This design comes from an exercise in tuning for small area and a short achievable clock period on the open sky130 flow, not from production work.
Only simulation tests tie the RTL to the original design; equivalence was not proved.
The flow treats the clock pin as an ideal source, which a real chip does not have.
Power figures rest on the tool's default switching activity, not on a simulated workload.

==> flow/design.v <==
module mce_core (
    input  wire         clk,
    input  wire         rst,             
    input  wire         arm,             
    input  wire         stop,            
    input  wire         issue_en,        
    input  wire [13:0]  start_addr,
    input  wire [39:0]  start_va,
    input  wire [14:0]  cslen,
    input  wire [79:0]  cdm,             
    input  wire [255:0] lreg,            
    input  wire [15:1]  cmap_latch,      
    input  wire         hflag,
    input  wire         lclr,
    input  wire [15:1]  cond_in,
    input  wire         fail_any_in,
    input  wire         fail_all_in,
    output wire [13:0]  cs_addr,
    input  wire [159:0] cs_word,
    output wire [11:0]  vtt_idx,
    input  wire [39:0]  vtt_data,
    output wire         issue_valid,
    output wire [39:0]  issue_va,
    output wire [5:0]   issue_tset,
    output wire [3:0]   issue_lset,
    output wire [2:0]   issue_thr,
    output wire         issue_gate,
    output wire         issue_trig,
    output wire         issue_mark,
    output wire [7:0]   issue_evt,
    output wire [3:0]   issue_pmu,
    output wire [3:0]   issue_dacq,
    output wire         busy,
    output wire         waiting,
    output wire [13:0]  upc,
    output wire [39:0]  va,
    output wire [3:0]   lsp,
    output wire [4:0]   rsp,
    output wire [3:0]   flags,
    output wire [17:0]  latches,         
    output wire [3:0]   stopcause,
    output wire [13:0]  faddr,
    output wire         evt_stopflt,
    output wire         evt_cs_parity,
    output wire         evt_wait_to,
    output wire [31:0]  csparerr,
    output wire [31:0]  waitto,
    input  wire [2:0]   cnt_sel,
    output wire [31:0]  cnt_q
);
    reg         busy_q;
    reg  [13:0] upc_q;
    reg  [39:0] va_q;
    reg  [15:0] wcnt_q;                  
    reg  [31:0] cnt_r [0:7];
    reg  [3:0]  flags_q;
    reg         gate_q;
    reg  [17:1] latch_q;
    reg  [2:0]  stopcause_q;
    reg  [13:0] faddr_q;
    reg         evt_stopflt_q, evt_cs_parity_q, evt_wait_to_q;
    reg  [31:0] csparerr_q, waitto_q;
    reg  [3:0]  lsp_q;
    reg  [8:0]  lsp_oh_q;
    reg  [7:0]  t_oh_q;
    reg  [13:0] ls_start [0:7];
    reg  [2:0]  ls_ctr   [0:7];
    reg  [39:0] ls_va    [0:7];
    reg         ls_rst   [0:7];
    reg  [4:0]  rsp_q;
    reg  [16:0] rsp_oh_q;
    reg  [13:0] rs_addr [0:15];
    reg  [39:0] rs_va   [0:15];
    wire [159:0] w = cs_word;
    wire [13:0] f_nxt   = w[13:0];
    wire [2:0]  f_bmode = w[16:14];
    wire [4:0]  f_wsel  = w[37:33];
    wire        f_wpol  = w[38];
    wire [15:0] f_wto   = w[54:39];
    wire [3:0]  f_lop   = w[58:55];
    wire [2:0]  f_lsel  = w[61:59];
    wire [4:0]  f_vop   = w[66:62];
    wire [3:0]  f_cap   = w[84:81];
    wire [3:0]  f_flg   = w[100:97];
    wire [17:0] f_imm   = w[121:104];
    wire [255:0] cnt_flat = {cnt_r[7], cnt_r[6], cnt_r[5], cnt_r[4],
                             cnt_r[3], cnt_r[2], cnt_r[1], cnt_r[0]};
    wire        range_bad = cslen[14] ? 1'b0 :
                            (cslen == 15'd0) ? (upc_q != 14'd0) : (upc_q >= cslen[13:0]);
    wire        attempt  = busy_q & issue_en;
    wire        par_bad, issuing;
    mce_parity u_parity (.w(w), .en(attempt & ~range_bad), .bad(par_bad), .ok(issuing));
    wire        first    = ~|wcnt_q;
    wire [17:1] latch_set  = {fail_all_in, fail_any_in, cond_in & cmap_latch};
    wire [17:1] latch_view = latch_q | latch_set;
    wire [31:0] cond;
    assign cond[0]     = 1'b0;
    assign cond[15:1]  = (cmap_latch & latch_view[15:1]) | (~cmap_latch & cond_in);
    assign cond[16]    = 1'b1;
    assign cond[17]    = latch_view[16];
    assign cond[18]    = latch_view[17];
    assign cond[19]    = hflag;
    genvar g;
    generate
        for (g = 0; g < 8; g = g + 1) begin : g_cnz
            assign cond[20 + g] = |cnt_r[g];
        end
    endgenerate
    assign cond[31:28] = flags_q;
    wire [17:1] is_latch = {2'b11, cmap_latch};
    function [17:1] latch_of;
        input [4:0] code;
        input [17:1] il;
        reg [31:0] oh;
        begin
            oh = 32'd1 << code;
            latch_of = {oh[18:17], oh[15:1]} & il;
        end
    endfunction
    wire        has_wait  = |f_wsel;
    wire        wait_seen = cond[f_wsel] ^ f_wpol;
    wire        timed_out = has_wait & ~wait_seen & (|f_wto) & (wcnt_q == f_wto);
    wire        final_iss = ~has_wait | wait_seen | timed_out;
    assign vtt_idx = f_imm[11:0];
    wire [39:0] word_va, va_after;
    mce_va_add u_va_add (
        .va_q(va_q), .vtt_data(vtt_data), .imm(f_imm), .lsel(f_lsel), .cnt(cnt_flat),
        .vop(f_vop[2:0]), .word_va(word_va), .va_after(va_after));
    wire        lsp_empty = lsp_oh_q[0];
    wire        lsp_full  = lsp_oh_q[8];
    wire        rsp_empty = rsp_oh_q[0];
    wire        rsp_full  = rsp_oh_q[16];
    wire [15:0] rtop_oh = rsp_oh_q[16:1];
    wire [7:0]  ltop_oh = lsp_oh_q[8:1];
    wire [7:0]  lsec_oh = {1'b0, lsp_oh_q[8:2]};     
    wire [7:0]  sel_oh;
    reg  [13:0] rs_addr_top, ls_start_top;
    reg  [39:0] rs_va_top, ls_va_top;
    reg  [2:0]  t_sec;
    reg         ls_rst_top;
    integer r;
    always @(*) begin
        rs_addr_top = 14'd0;
        rs_va_top   = 40'd0;
        for (r = 0; r < 16; r = r + 1) begin
            rs_addr_top = rs_addr_top | ({14{rtop_oh[r]}} & rs_addr[r]);
            rs_va_top   = rs_va_top   | ({40{rtop_oh[r]}} & rs_va[r]);
        end
        ls_start_top = 14'd0;
        ls_va_top    = 40'd0;
        t_sec        = 3'd0;
        ls_rst_top   = 1'b0;
        for (r = 0; r < 8; r = r + 1) begin
            ls_start_top = ls_start_top | ({14{ltop_oh[r]}} & ls_start[r]);
            ls_va_top    = ls_va_top    | ({40{ltop_oh[r]}} & ls_va[r]);
            t_sec        = t_sec        | ({3{lsec_oh[r]}}  & ls_ctr[r]);
            ls_rst_top   = ls_rst_top   | (ltop_oh[r] & ls_rst[r]);
        end
    end
    wire [7:0]  lsel_oh;
    mce_dec3 u_lsel_dec (.sel(f_lsel), .en(1'b1), .oh(lsel_oh));
    wire [7:0]  t_sec_oh;
    mce_dec3 u_tsec_dec (.sel(t_sec), .en(1'b1), .oh(t_sec_oh));
    mce_dec3 u_sel_dec (.sel(cnt_sel), .en(1'b1), .oh(sel_oh));
    reg  [31:0] lreg_lsel, cnt_lsel, cnt_top;
    always @(*) begin
        lreg_lsel = 32'd0;
        cnt_lsel  = 32'd0;
        cnt_top   = 32'd0;
        for (r = 0; r < 8; r = r + 1) begin
            lreg_lsel = lreg_lsel | ({32{lsel_oh[r]}} & lreg[32*r +: 32]);
            cnt_lsel  = cnt_lsel  | ({32{lsel_oh[r]}} & cnt_r[r]);
            cnt_top   = cnt_top   | ({32{t_oh_q[r]}}  & cnt_r[r]);
        end
    end
    wire [31:0] cnt_out;
    mce_cmux u_cnt_out (.oh(sel_oh), .cnt(cnt_flat), .q(cnt_out));
    wire        bm_multi = (f_bmode >= 3'd1) & (f_bmode <= 3'd4);
    wire        bm_ret   = (f_bmode == 3'd5);
    wire        bm_call  = (f_bmode == 3'd6);
    wire        bm_loop  = (f_bmode == 3'd7);
    wire        lop_wr, lop_begin, lop_brk, same, tc_one, tc_zero;
    wire [31:0] val_a, val_b;
    wire        cn_op_imm  = (f_lop == 4'd1) | (f_lop == 4'd2) | (f_lop == 4'd5);
    wire        cn_op_lreg = (f_lop == 4'd3) | (f_lop == 4'd4) | (f_lop == 4'd6);
    wire        cn_op_dec  = (f_lop == 4'd7);
    wire        cn_op_inc  = (f_lop == 4'd8);
    assign lop_begin = (f_lop >= 4'd1) & (f_lop <= 4'd4);
    assign lop_brk   = (f_lop == 4'd9);
    assign lop_wr    = cn_op_imm | cn_op_lreg | cn_op_dec | cn_op_inc;
    wire [31:0] cn_c_l    = cnt_lsel;
    wire [31:0] cn_lreg_l = lreg_lsel;
    wire [31:0] cn_c_t    = cnt_top;
    wire        cn_cl_z   = (cn_c_l == 32'd0);
    wire        cn_cl_1   = (cn_c_l == 32'd1);
    wire        cn_cl_2   = (cn_c_l == 32'd2);
    wire        cn_cl_m   = &cn_c_l;
    wire [31:0] cn_src    = cn_op_imm ? {14'd0, f_imm} : cn_op_lreg ? cn_lreg_l : cn_c_l;
    wire [31:0] cn_s_m1   = cn_src - 32'd1;
    wire [31:0] cn_s_m2   = {cn_src[31:1] - 31'd1, cn_src[0]};
    wire [31:0] cn_s_p1   = cn_src + 32'd1;
    wire [31:0] cn_lop_val = cn_op_dec ? (cn_cl_z ? cn_src : cn_s_m1) :
                             cn_op_inc ? (cn_cl_m ? cn_src : cn_s_p1) : cn_src;
    wire [31:0] cn_lop_m1  = cn_op_dec ? cn_s_m2 :
                             cn_op_inc ? (cn_cl_m ? cn_s_m1 : cn_src) : cn_s_m1;
    wire        cn_lv_one  = cn_op_imm  ? (f_imm == 18'd1) :
                             cn_op_lreg ? (cn_lreg_l == 32'd1) :
                             cn_op_dec  ? cn_cl_2 :
                             cn_op_inc  & cn_cl_z;
    wire        cn_lv_zero = cn_op_imm  ? (f_imm == 18'd0) :
                             cn_op_lreg ? (cn_lreg_l == 32'd0) :
                             cn_op_dec  & (cn_cl_z | cn_cl_1);
    assign same    = lop_wr & |(lsel_oh & t_oh_q);
    assign tc_one  = same ? cn_lv_one  : (cn_c_t == 32'd1);
    assign tc_zero = same ? cn_lv_zero : (cn_c_t == 32'd0);
    assign val_a   = (same & bm_loop & ~cn_lv_one & ~cn_lv_zero) ? cn_lop_m1 : cn_lop_val;
    assign val_b   = cn_c_t - 32'd1;
    wire        lfault = (lop_begin & lsp_full) | (lop_brk & lsp_empty) | (bm_loop & lsp_empty);
    wire        rfault = (bm_ret & rsp_empty) | (bm_call & rsp_full);
    wire        stack_fault = lfault | rfault;
    wire        ls_push  = lop_begin;
    wire        ls_pop   = lop_brk | (bm_loop & tc_one);
    wire        loop_dec = bm_loop & ~tc_one & ~tc_zero;
    wire        loop_back = bm_loop & ~tc_one;
    wire [4:0]  code0 = cdm[5*w[20:17] +: 5];
    wire [4:0]  code1 = cdm[5*w[24:21] +: 5];
    wire [4:0]  code2 = cdm[5*w[28:25] +: 5];
    wire [4:0]  code3 = cdm[5*w[32:29] +: 5];
    wire [3:0]  bbit;
    assign bbit[0] = bm_multi & cond[code0];
    assign bbit[1] = bm_multi & (f_bmode >= 3'd2) & cond[code1];
    assign bbit[2] = bm_multi & (f_bmode >= 3'd3) & cond[code2];
    assign bbit[3] = bm_multi & (f_bmode == 3'd4) & cond[code3];
    wire [13:0] next_pc = bm_ret    ? rs_addr_top :
                          loop_back ? ls_start_top :
                                      {f_nxt[13:4], f_nxt[3:0] | bbit};
    wire        va_from_rs = bm_ret & (f_vop[2:0] == 3'd4);
    wire        va_from_ls = loop_back & ls_rst_top;
    wire [39:0] va_saved   = va_from_rs ? rs_va_top : ls_va_top;
    wire [17:1] consume = (bbit[0] ? latch_of(code0, is_latch) : 17'd0) |
                          (bbit[1] ? latch_of(code1, is_latch) : 17'd0) |
                          (bbit[2] ? latch_of(code2, is_latch) : 17'd0) |
                          (bbit[3] ? latch_of(code3, is_latch) : 17'd0) |
                          ((has_wait & wait_seen) ? latch_of(f_wsel, is_latch) : 17'd0);
    wire arm_idle    = arm & ~busy_q;
    wire normal_end  = issuing & final_iss & ~timed_out & ~stop;
    wire to_end      = issuing & timed_out & ~stop;
    wire commit      = normal_end & ~stack_fault;
    wire end_flag    = (f_flg == 4'd13);
    wire [1:0] flg_idx = f_flg[1:0] - 2'd1;
    always @(posedge clk) begin
        if (rst) begin
            latch_q <= 17'd0;
        end else begin
            latch_q <= (latch_q & ~(((lclr | arm_idle) ? 17'h1FFFF : 17'd0) |
                                    (commit ? consume : 17'd0))) | latch_set;
        end
    end
    integer n;
    always @(posedge clk) begin
        for (n = 0; n < 8; n = n + 1) begin
            if (rst | arm_idle)
                cnt_r[n] <= 32'd0;
            else if (commit & lop_wr & (f_lsel == n))
                cnt_r[n] <= val_a;
            else if (commit & loop_dec & ~same & t_oh_q[n])
                cnt_r[n] <= val_b;
        end
    end
    always @(posedge clk) begin
        for (n = 0; n < 8; n = n + 1) begin
            if (lsp_oh_q[n]) begin
                ls_start[n] <= f_nxt;
                ls_ctr[n]   <= f_lsel;
                ls_va[n]    <= va_after;
                ls_rst[n]   <= f_lop[0];
            end
        end
        for (n = 0; n < 16; n = n + 1) begin
            if (rsp_oh_q[n]) begin
                rs_addr[n] <= upc_q + 14'd1;
                rs_va[n]   <= va_after;
            end
        end
    end
    always @(posedge clk) begin
        if (rst) begin
            busy_q <= 1'b0;
            upc_q <= 14'd0;
            va_q <= 40'd0;
            wcnt_q <= 16'd0;
            flags_q <= 4'd0;
            gate_q <= 1'b0;
            stopcause_q <= 3'd0;
            faddr_q <= 14'd0;
            evt_stopflt_q <= 1'b0;
            evt_cs_parity_q <= 1'b0;
            evt_wait_to_q <= 1'b0;
            csparerr_q <= 32'd0;
            waitto_q <= 32'd0;
            lsp_q <= 4'd0;
            rsp_q <= 5'd0;
            lsp_oh_q <= 9'd1;
            rsp_oh_q <= 17'd1;
            t_oh_q <= 8'd0;
        end else if (!busy_q) begin
            if (arm) begin
                busy_q <= 1'b1;
                upc_q <= start_addr;
                va_q <= start_va;
                wcnt_q <= 16'd0;
                flags_q <= 4'd0;
                gate_q <= 1'b0;
                stopcause_q <= 3'd0;
                faddr_q <= 14'd0;
                evt_stopflt_q <= 1'b0;
                evt_cs_parity_q <= 1'b0;
                evt_wait_to_q <= 1'b0;
                lsp_q <= 4'd0;
                rsp_q <= 5'd0;
                lsp_oh_q <= 9'd1;
                rsp_oh_q <= 17'd1;
                t_oh_q <= 8'd0;
            end
        end else begin
            if (attempt && !range_bad && par_bad)
                csparerr_q <= csparerr_q + 32'd1;
            if (issuing) begin
                va_q <= (commit & (va_from_rs | va_from_ls)) ? va_saved : va_after;
                if (f_cap == 4'd1) gate_q <= 1'b1;
                if (f_cap == 4'd2) gate_q <= 1'b0;
                if (~&wcnt_q) wcnt_q <= wcnt_q + 16'd1;
                if (first) begin
                    if (f_flg >= 4'd1 && f_flg <= 4'd4)   flags_q[flg_idx] <= 1'b1;
                    if (f_flg >= 4'd5 && f_flg <= 4'd8)   flags_q[flg_idx] <= 1'b0;
                    if (f_flg >= 4'd9 && f_flg <= 4'd12)  flags_q[flg_idx] <= ~flags_q[flg_idx];
                end
            end
            if (stop) begin
                busy_q <= 1'b0;
                stopcause_q <= 3'd2;
                faddr_q <= upc_q;
            end else if (attempt && range_bad) begin
                busy_q <= 1'b0;
                stopcause_q <= 3'd7;
                faddr_q <= upc_q;
                evt_stopflt_q <= 1'b1;
            end else if (attempt && par_bad) begin
                busy_q <= 1'b0;
                stopcause_q <= 3'd4;
                faddr_q <= upc_q;
                evt_stopflt_q <= 1'b1;
                evt_cs_parity_q <= 1'b1;
            end else if (to_end) begin
                wcnt_q <= 16'd0;
                upc_q <= {f_nxt[13:1], 1'b1};
                waitto_q <= waitto_q + 32'd1;
                evt_wait_to_q <= 1'b1;
                if (end_flag) begin
                    busy_q <= 1'b0;
                    stopcause_q <= 3'd1;
                    faddr_q <= upc_q;
                end
            end else if (normal_end) begin
                wcnt_q <= 16'd0;
                if (stack_fault) begin
                    busy_q <= 1'b0;
                    stopcause_q <= lfault ? 3'd5 : 3'd6;
                    faddr_q <= upc_q;
                    evt_stopflt_q <= 1'b1;
                end else begin
                    upc_q <= next_pc;
                    if (ls_pop) begin
                        lsp_q <= lsp_q - 4'd1;
                        lsp_oh_q <= {1'b0, lsp_oh_q[8:1]};
                        t_oh_q <= t_sec_oh;
                    end else if (ls_push) begin
                        lsp_q <= lsp_q + 4'd1;
                        lsp_oh_q <= {lsp_oh_q[7:0], 1'b0};
                        t_oh_q <= lsel_oh;
                    end
                    if (bm_ret) begin
                        rsp_q <= rsp_q - 5'd1;
                        rsp_oh_q <= {1'b0, rsp_oh_q[16:1]};
                    end else if (bm_call) begin
                        rsp_q <= rsp_q + 5'd1;
                        rsp_oh_q <= {rsp_oh_q[15:0], 1'b0};
                    end
                    if (end_flag) begin
                        busy_q <= 1'b0;
                        stopcause_q <= 3'd1;
                        faddr_q <= upc_q;
                    end
                end
            end
        end
    end
    assign cs_addr     = upc_q;
    assign issue_valid = issuing;
    assign issue_va    = word_va;
    assign issue_tset  = w[72:67];
    assign issue_lset  = w[76:73];
    assign issue_thr   = w[103:101];
    assign issue_gate  = (f_cap == 4'd1) | (f_cap == 4'd3) | ((f_cap != 4'd2) & gate_q);
    assign issue_trig  = first & (f_cap == 4'd4);
    assign issue_mark  = first & (f_cap == 4'd5);
    assign issue_evt   = first ? w[92:85] : 8'd0;
    assign issue_pmu   = first ? w[80:77] : 4'd0;
    assign issue_dacq  = first ? w[96:93] : 4'd0;
    assign busy          = busy_q;
    assign waiting       = busy_q & ~first;
    assign upc           = upc_q;
    assign va            = va_q;
    assign lsp           = lsp_q;
    assign rsp           = rsp_q;
    assign flags         = flags_q;
    assign latches       = {latch_q, 1'b0};
    assign stopcause     = {1'b0, stopcause_q};
    assign faddr         = faddr_q;
    assign evt_stopflt   = evt_stopflt_q;
    assign evt_cs_parity = evt_cs_parity_q;
    assign evt_wait_to   = evt_wait_to_q;
    assign csparerr      = csparerr_q;
    assign waitto        = waitto_q;
    assign cnt_q         = cnt_out;
endmodule
module mce_parity (
    input  wire [159:0] w,
    input  wire         en,
    output wire         bad,
    output wire         ok              
);
    wire [7:0] slice_par;
    genvar g;
    generate
        for (g = 0; g < 8; g = g + 1) begin : g_par
            assign slice_par[g] = ^{w[19*g +: 19], w[152 + g]};
        end
    endgenerate
    assign bad = |slice_par;
    assign ok  = en & ~bad;
endmodule
module mce_va_add (
    input  wire [39:0]  va_q,
    input  wire [39:0]  vtt_data,
    input  wire [17:0]  imm,
    input  wire [2:0]   lsel,
    input  wire [255:0] cnt,
    input  wire [2:0]   vop,
    output wire [39:0]  word_va,
    output wire [39:0]  va_after
);
    wire        is_idx  = vop[2] & vop[1];
    wire        is_rel  = vop[2] & vop[0];
    wire        sel_vtt = vop[1];
    wire        inc     = (vop == 3'd0) | (vop == 3'd2) | is_rel | is_idx;
    wire [7:0]  oh;
    mce_dec u_dec (.sel(lsel), .oh(oh));
    wire [31:0] cnt_l;
    mce_cmux u_cmux (.oh(oh), .cnt(cnt), .q(cnt_l));
    wire [39:0] add_a   = sel_vtt ? vtt_data : va_q;
    wire [39:0] add_b   = ({40{is_idx}} & {8'd0, cnt_l}) | ({40{is_rel}} & {{22{imm[17]}}, imm});
    wire [39:0] pg_p [0:6];
    wire [39:0] pg_g [0:6];
    assign pg_p[0] = add_a ^ add_b;
    assign pg_g[0] = add_a & add_b;
    genvar g, b;
    generate
        for (g = 0; g < 6; g = g + 1) begin : g_ks
            for (b = 0; b < 40; b = b + 1) begin : g_bit
                if (b >= (1 << g)) begin : g_op
                    assign pg_g[g + 1][b] = pg_g[g][b] | (pg_p[g][b] & pg_g[g][b - (1 << g)]);
                    assign pg_p[g + 1][b] = pg_p[g][b] & pg_p[g][b - (1 << g)];
                end else begin : g_pass
                    assign pg_g[g + 1][b] = pg_g[g][b];
                    assign pg_p[g + 1][b] = pg_p[g][b];
                end
            end
        end
    endgenerate
    wire [39:0] cy0 = {pg_g[6][38:0], 1'b0};
    wire [39:0] cy1 = {pg_g[6][38:0] | pg_p[6][38:0], 1'b1};
    assign word_va  = pg_p[0] ^ cy0;
    assign va_after = pg_p[0] ^ (inc ? cy1 : cy0);
endmodule
module mce_dec (
    input  wire [2:0]   sel,
    output wire [7:0]   oh
);
    genvar i;
    generate
        for (i = 0; i < 8; i = i + 1) begin : g_oh
            assign oh[i] = (sel == i);
        end
    endgenerate
endmodule
module mce_cmux (
    input  wire [7:0]   oh,
    input  wire [255:0] cnt,
    output reg  [31:0]  q
);
    integer i;
    always @(*) begin
        q = 32'd0;
        for (i = 0; i < 8; i = i + 1)
            q = q | ({32{oh[i]}} & cnt[32*i +: 32]);
    end
endmodule
module mce_dec3 (
    input  wire [2:0]   sel,
    input  wire         en,
    output wire [7:0]   oh
);
    genvar i;
    generate
        for (i = 0; i < 8; i = i + 1) begin : g_oh
            assign oh[i] = en & (sel == i);
        end
    endgenerate
endmodule
==> flow/flow/run.sh <==
#!/bin/bash
# Standard layout (the standard.sh) with these changes to how it is made:
#  - synthesis: the standard flow's script, but the top module mce_core, whose logic is
#    not timing-critical, is mapped by ABC for area (synth_own.tcl); the
#    critical submodules keep ORFS's speed mapping;
#  - port buffers use the smallest buffer cell;
#  - after placement, drive-1 gates on nets longer than 150 um get their
#    drive-2 variant (post_resize.tcl);
#  - timing repair aims for more setup slack than the clock period needs,
#    and runs twice more after CTS and after global routing (post_cts.tcl,
#    post_grt.tcl), since one call stops short of what it can reach;
#  - clock tree: larger sink clusters, no dummy loads.
# Each tool's full output stays in its own log under orfs/logs/; make's output
# goes to flow_make.log in this folder.
set -euo pipefail
export OWN_FLOW_DIR="$PWD/flow"
export OWN_AREA_MODULES="mce_core"
bash standard.sh \
  "SYNTH_SCRIPT=$PWD/flow/synth_own.tcl" \
  "BUFFER_PORTS_ARGS=-buffer_cell sky130_fd_sc_hd__buf_1" \
  SETUP_SLACK_MARGIN=8 \
  "POST_RESIZE_TCL=$PWD/flow/post_resize.tcl" \
  "POST_CTS_TCL=$PWD/flow/post_cts.tcl" \
  "POST_GLOBAL_ROUTE_TCL=$PWD/flow/post_grt.tcl" \
  "CTS_ARGS=-sink_clustering_enable -repair_clock_nets -dont_use_dummy_load -sink_clustering_size 24 -sink_clustering_max_diameter 100" \
  finish > flow_make.log 2>&1
==> flow/flow/abc_area.script <==
&get -n
&st
&dch -f
&nf -R 1000 -p -C 32 -F 10
&st
&syn2
&dch -f
&nf -R 1000 -p -C 32 -F 10
&st
&dch -f
&nf -R 1000 -p -C 32 -F 10
&put
==> flow/flow/post_cts.tcl <==
# Extra timing-repair passes after CTS: ORFS's one repair_timing call stops
# short of what repeating it (with legalization in between) reaches.
for {set own_i 0} {$own_i < 2} {incr own_i} {
  estimate_parasitics -placement
  repair_timing_helper
  detailed_placement
}
==> flow/flow/post_grt.tcl <==
# Extra timing-repair passes after global routing, as after CTS; then the
# routing guides are written again for the changed nets.
for {set own_i 0} {$own_i < 2} {incr own_i} {
  estimate_parasitics -global_routing
  repair_timing_helper
  global_route -start_incremental
  detailed_placement
  global_route -end_incremental
}
estimate_parasitics -global_routing
write_guides $::env(RESULTS_DIR)/route.guide
==> flow/flow/post_resize.tcl <==
# Weak drivers on long nets: a drive-1 gate whose net spans more than 150 um
# (half-perimeter of its pins) gets the drive-2 variant before CTS, so that
# timing repair starts from gates that can drive the wire.
set own_block [ord::get_db_block]
set own_dbu [$own_block getDbUnitsPerMicron]
set own_n 0
foreach own_net [$own_block getNets] {
  if {[$own_net getSigType] ne "SIGNAL"} { continue }
  set own_drv ""
  set xs {}
  set ys {}
  foreach own_it [$own_net getITerms] {
    if {[$own_it isOutputSignal]} { set own_drv [$own_it getInst] }
    lassign [$own_it getAvgXY] own_ok own_x own_y
    if {$own_ok} { lappend xs $own_x; lappend ys $own_y }
  }
  if {$own_drv eq "" || [llength $xs] < 2} { continue }
  set own_hpwl [expr {([tcl::mathfunc::max {*}$xs] - [tcl::mathfunc::min {*}$xs] + [tcl::mathfunc::max {*}$ys] - [tcl::mathfunc::min {*}$ys]) / double($own_dbu)}]
  if {$own_hpwl < 150} { continue }
  set own_cell [[$own_drv getMaster] getName]
  if {![regexp {^(sky130_fd_sc_hd__[a-z0-9]+)_[01]$} $own_cell -> own_base]} { continue }
  if {[string match "*buf*" $own_base] || [string match "*df*" $own_base]} { continue }
  set own_new [get_lib_cells -quiet */${own_base}_2]
  if {[llength $own_new] == 0} { continue }
  replace_cell [get_cells [$own_drv getName]] [get_name [lindex $own_new 0]]
  incr own_n
}
puts "post_resize: upsized $own_n weak drivers of long nets"
==> flow/flow/synth_own.tcl <==
# The standard flow's synthesis script (synth_recipe.tcl) with one change: the modules named
# in OWN_AREA_MODULES are mapped by ABC with an area-oriented script
# (abc_area.script beside this file) instead of ORFS's speed script. Flop
# mapping, names and everything else are those of the standard synthesis.
set own_dir $::env(OWN_FLOW_DIR)
set fh [open $::env(SCRIPTS_DIR)/synth.tcl]
set orfs_synth [read $fh]
close $fh
set call "  log_cmd abc {*}\$abc_args\n"
if {[string first $call $orfs_synth] < 0} { error "synth_own.tcl: ORFS synth.tcl has no abc call to patch" }
set patch {
  set own_area_args [lreplace $abc_args 1 1 [file join $::env(OWN_FLOW_DIR) abc_area.script]]
  set own_amods {}
  set own_smods {}
  foreach m [split [string trim [tee -q -s result.string select -list-mod *]] "\n"] {
    if {[lsearch -exact $::env(OWN_AREA_MODULES) $m] >= 0} { lappend own_amods $m } else { lappend own_smods $m }
  }
  if {[llength $own_amods]} { log_cmd abc {*}$own_area_args {*}$own_amods }
  if {[llength $own_smods]} { log_cmd abc {*}$abc_args {*}$own_smods }
}
set patched [string map [list $call $patch] $orfs_synth]
set fh [open $::env(RESULTS_DIR)/synth_own_orfs.tcl w]
puts -nonewline $fh $patched
close $fh
set fh [open [file join $own_dir .. synth_recipe.tcl]]
set synth_recipe [read $fh]
close $fh
set src {source $::env(SCRIPTS_DIR)/synth.tcl}
if {[string first $src $synth_recipe] < 0} { error "synth_own.tcl: synth_recipe.tcl does not source ORFS synth.tcl" }
set synth_recipe [string map [list $src "source $::env(RESULTS_DIR)/synth_own_orfs.tcl"] $synth_recipe]
eval $synth_recipe
==> flow/standard.sh <==
#!/bin/bash
# synth_recipe.tcl (not shown) runs the flow's synth.tcl, then flattens the netlist and writes it again
# the make line also repeats each setting of config.mk as NAME=value (left out here)
make -C /OpenROAD-flow-scripts/flow DESIGN_CONFIG=/design/flow/config.mk WORK_HOME=/design/flow/orfs CLKGATE_MAP_FILE= SYNTH_SCRIPT=/design/flow/synth_recipe.tcl "${@:-finish}"
==> flow/config.mk <==
export PLATFORM = sky130hd
export DESIGN_NAME = mce_core
export DESIGN_NICKNAME = mce_core
export VERILOG_FILES = /design/flow/design.v
export SDC_FILE = /design/flow/constraint.sdc
export NUM_CORES = 8
export LEC_CHECK = 0
export CAP_MARGIN = 30
export CORE_MARGIN = 2
export CORE_UTILIZATION = 40
export SLEW_MARGIN = 30
export SYNTH_HIERARCHICAL = 1
export TNS_END_PERCENT = 0
==> flow/constraint.sdc <==
create_clock -name core_clock -period 15.0 [get_ports {clk}]
set_input_delay 3.0000 -clock core_clock [delete_from_list [all_inputs] [get_ports {clk}]]
set_output_delay 3.0000 -clock core_clock [all_outputs]
set_load 0.01 [all_outputs]
==> out/metrics.cfg <==
[power_and_ir_drop]
ir_worst_vdd_v=0.0000915
power.density_nw_per_um2=100
p_leak_nw=30.9

[global_route]
grt_pass1_vias=73241
grt_pass1_wl_um=581000
grt_usage_pct=36.8
use_met3_pct=11.2
grt_max_degree=87
grt_use_met1_pct=49.2
grtUsageMet2_pct=53.7
gr-total-overflow=0
antenna_found_initial=69
busiest_layer=met2

[final_layout]
area_growth_pct=15.0
multiInputGateArea_um2=37800
nFillCells=19726
fin_nets=9066
post-route-util_pct=46.3
seq_area_um2=49400
drive_above_1_share_pct=10.5

[clock_network]
cts_sinks=1801
path_clk_slew_ps=100
cts_tree=yes
insertion_delay_ps=800

[logic_synthesis]
synth.most_common_cell=edfxtp_1
synthTopCellsByArea=edfxtp_1, dfxtp_1, a222oi_1
synthArstFlopShare_pct=0
avgSynthCellArea_um2=12.1
synthFlopType=edfxtp_1
syn_inst=7125
yosys.area.top_type=edfxtp_1
ys_warn_count=16
synth_commonest_cells=edfxtp_1, a22oi_1, nor2_1
synth_edf_count=1325
ys_seq_area_share_pct=57.0
synth_top_area_share_pct=46.0
yosysUniqueCellTypes=110
ys_seq_elements=1801
netlist_area_um2=86500

[placed_design]
dpl.hpwl_um=289000
port_buffers=947
gp_congestion=1.07

[critical_path]
cp_top_family=compound AO/OA/AOI/OAI gates
crit_start=cs_word[60]
slowest_delay_ps=410
cp-start-kind=primary input
r2r-start=cnt_r[3][15]$_SDFFE_PP0P_
critical_path_class=in -> out
path_buf_inv=5
worstPathRequired_ps=12000
crit_arrival_ps=6680
end_kind=output port
crit_chain=clkbuf_16, nor3b_4, buf_12, clkbuf_16, a22oi_2, nand4_1, a22o_1, ha_4, fa_2, a21o_1, a21oi_4, buf_6, nor3b_2, o21ai_1, a21oi_1, a21o_1, xor2_2, buf_2
path_max_fanout=18
critPathSlowestCell=fa_2

[timing]
hold_viol=0
min_period_ps=9680
fmax_mhz=103
slew_violations=0
skew_ps=113
min_period_over_period_pct=64.5
relSlewSlack_pct=22.0
tns_ps=0
worst_slew_pin_slew_ps=1160
setup_violations=0

[detailed_routing]
wl_per_cell_um=37.8
drt-initial-drc-count=16429
vias_per_cell=7.17
antenna_left=0
wirelength_um=425000
drc=0
num_vias=80470
dr.pass1.iters=15

[hold_path]
hp-start=evt_stopflt_q$_SDFFE_PP0P_
min_path_type=reg -> reg

[floorplan]
fp.dieH_um=469
die_w_um=469
dieArea_um2=220000
start_util_pct=40.3
core-area_um2=215000
num_rows=170
ios=950

[job]
cap_violations=0

[run_status]
status=no timing/DRC/antenna violations

==> registers in the layout, indices dropped and copies added, names as in the netlist, 16 cells and up <==
name,cells
cnt_r,256
waitto_q,32
wcnt_q,16
va_q,40
csparerr_q,32
ls_va,320
ls_start,112
ls_ctr,21
rs_va,640
rsp_oh_q,17
rs_addr,224
latch_q,17
==> cell usage in the layout, fill, tap and decap left out, types with 55 or more instances in the layout <==
cell type / n
o21ai_0: 175
buf_4: 258
edfxtp_1: 1325
nor2b_1: 76
a31oi_1: 55
mux4_2: 81
a21oi_1: 299
dfxtp_1: 449
nor4_1: 97
xor2_1: 59
xnor2_1: 200
nor3_1: 140
nor2_1: 660
clkbuf_16: 99
clkinv_1: 86
nand2_1: 355
a22oi_1: 705
a211oi_1: 64
a222oi_1: 636
buf_1: 925
nand3_1: 151
o22ai_1: 88
nand4_1: 223
==> report_power, final <==
part / internal, W / switching, W
logic: 0.000469 / 0.00111
clock network: 0.00112 / 0.00159
registers: 0.00558 / 0.0000718
total: 0.00717 / 0.00278
==> layout make-up <==
class / count / area share, %
sequential: 1801 / 49.7
tap: 2838 / 3.57
multi-input combinational: 5126 / 38.0
inverter: 94 / 0.357
clock buffer: 95 / 2.39
antenna: 44 / 0.111
timing repair buffer: 1222 / 5.87
==> layer usage <==
metal	wire [µm]	share of wire, %
met4	28400	6.7
met1	160000	38
met5	405	0.095
met2	179000	42
met3	56600	13
==> worst register-to-register path: cells and delay by family, from the launching register on <==
| kind | cells | cell delay (ps) |
|---|---|---|
| simple gates | 9 | 3140 |
| compound gates | 7 | 1700 |
| buf+inv | 4 | 1450 |
| flops | 1 | 430 |
| xor+xnor | 1 | 210 |
==> final timing paths <==
check                                to  slack, ps  depth (start not counted)
max reg2reg   cnt_r[2][16]$_SDFFE_PP0P_       7920                         21
max                        issue_va[36]       5320                         18
min          evt_stopflt_q$_SDFFE_PP0P_        480                          2
min reg2reg  evt_stopflt_q$_SDFFE_PP0P_        480                          2
==> cell families after synthesis <==
group / Yosys count / synth area share (%)
muxes: 180 / 3.33
xor gates and xnor gates: 320 / 3.37
adders and majority gates: 79 / 1.17
AOI/OAI and AO/OA: 2429 / 21.6
other: 2 / 0.00868
buffers and inverters: 229 / 1.46
and+or+nand+nor: 2085 / 12.1
DFF: 1801 / 57.0
==> per-module statistics from Yosys (local to each module, per instance) <==
module / flip-flops and latches / cells inside / copies in the design
mce_va_add: 0 / 597 / 1
mce_parity: 0 / 148 / 1
mce_cmux: 0 / 184 / 2
mce_dec: 0 / 8 / 1
mce_dec3: 0 / 8 / 3
mce_core: 1801 / 5980 / 1
==> per-stage QoR <==
stage	instance area (µm²)	cells	hold slack [ps]	total power, W	setup slack [ps]
final	99500	11220	479	0.00995	5320
after detailed placement	95900	11053	453	0.00724	4290
after global placement	95200	11046	450	0.00720	4490
after floorplan	86700	7149	470	0.00649	6290

## static timing again, ports no longer ideal
The flow's constraints put no driver on any port. The routed layout listed below was extracted and timed again, unchanged, in two steps.
Step 1 (the two cells are an assumption about what drives the block):
set clk [get_ports {clk}]
set_driving_cell -lib_cell sky130_fd_sc_hd__clkbuf_16 $clk
set_driving_cell -lib_cell sky130_fd_sc_hd__buf_2 [delete_from_list [all_inputs] $clk]
Step 2 moves the port delays by t, midway between the first and last clock arrival at a register: inputs arrive t later, outputs are due t later. That takes back most of the time a late clock gives input paths.
Three values: no drivers, after step 1, after step 2; two values: the first two.
t, ns: 0.837
slack for setup (ns): 5.322 / 5.206 / 5.040
slew at the worst register clock pin (ns): 0.11 / 0.11
worst slew at a driven data input, ns: 0.32
After both steps setup and hold are still met in this run. For this run, drivers alone change the setup slack by -0.116 ns; drivers and shift together by -0.282 ns.
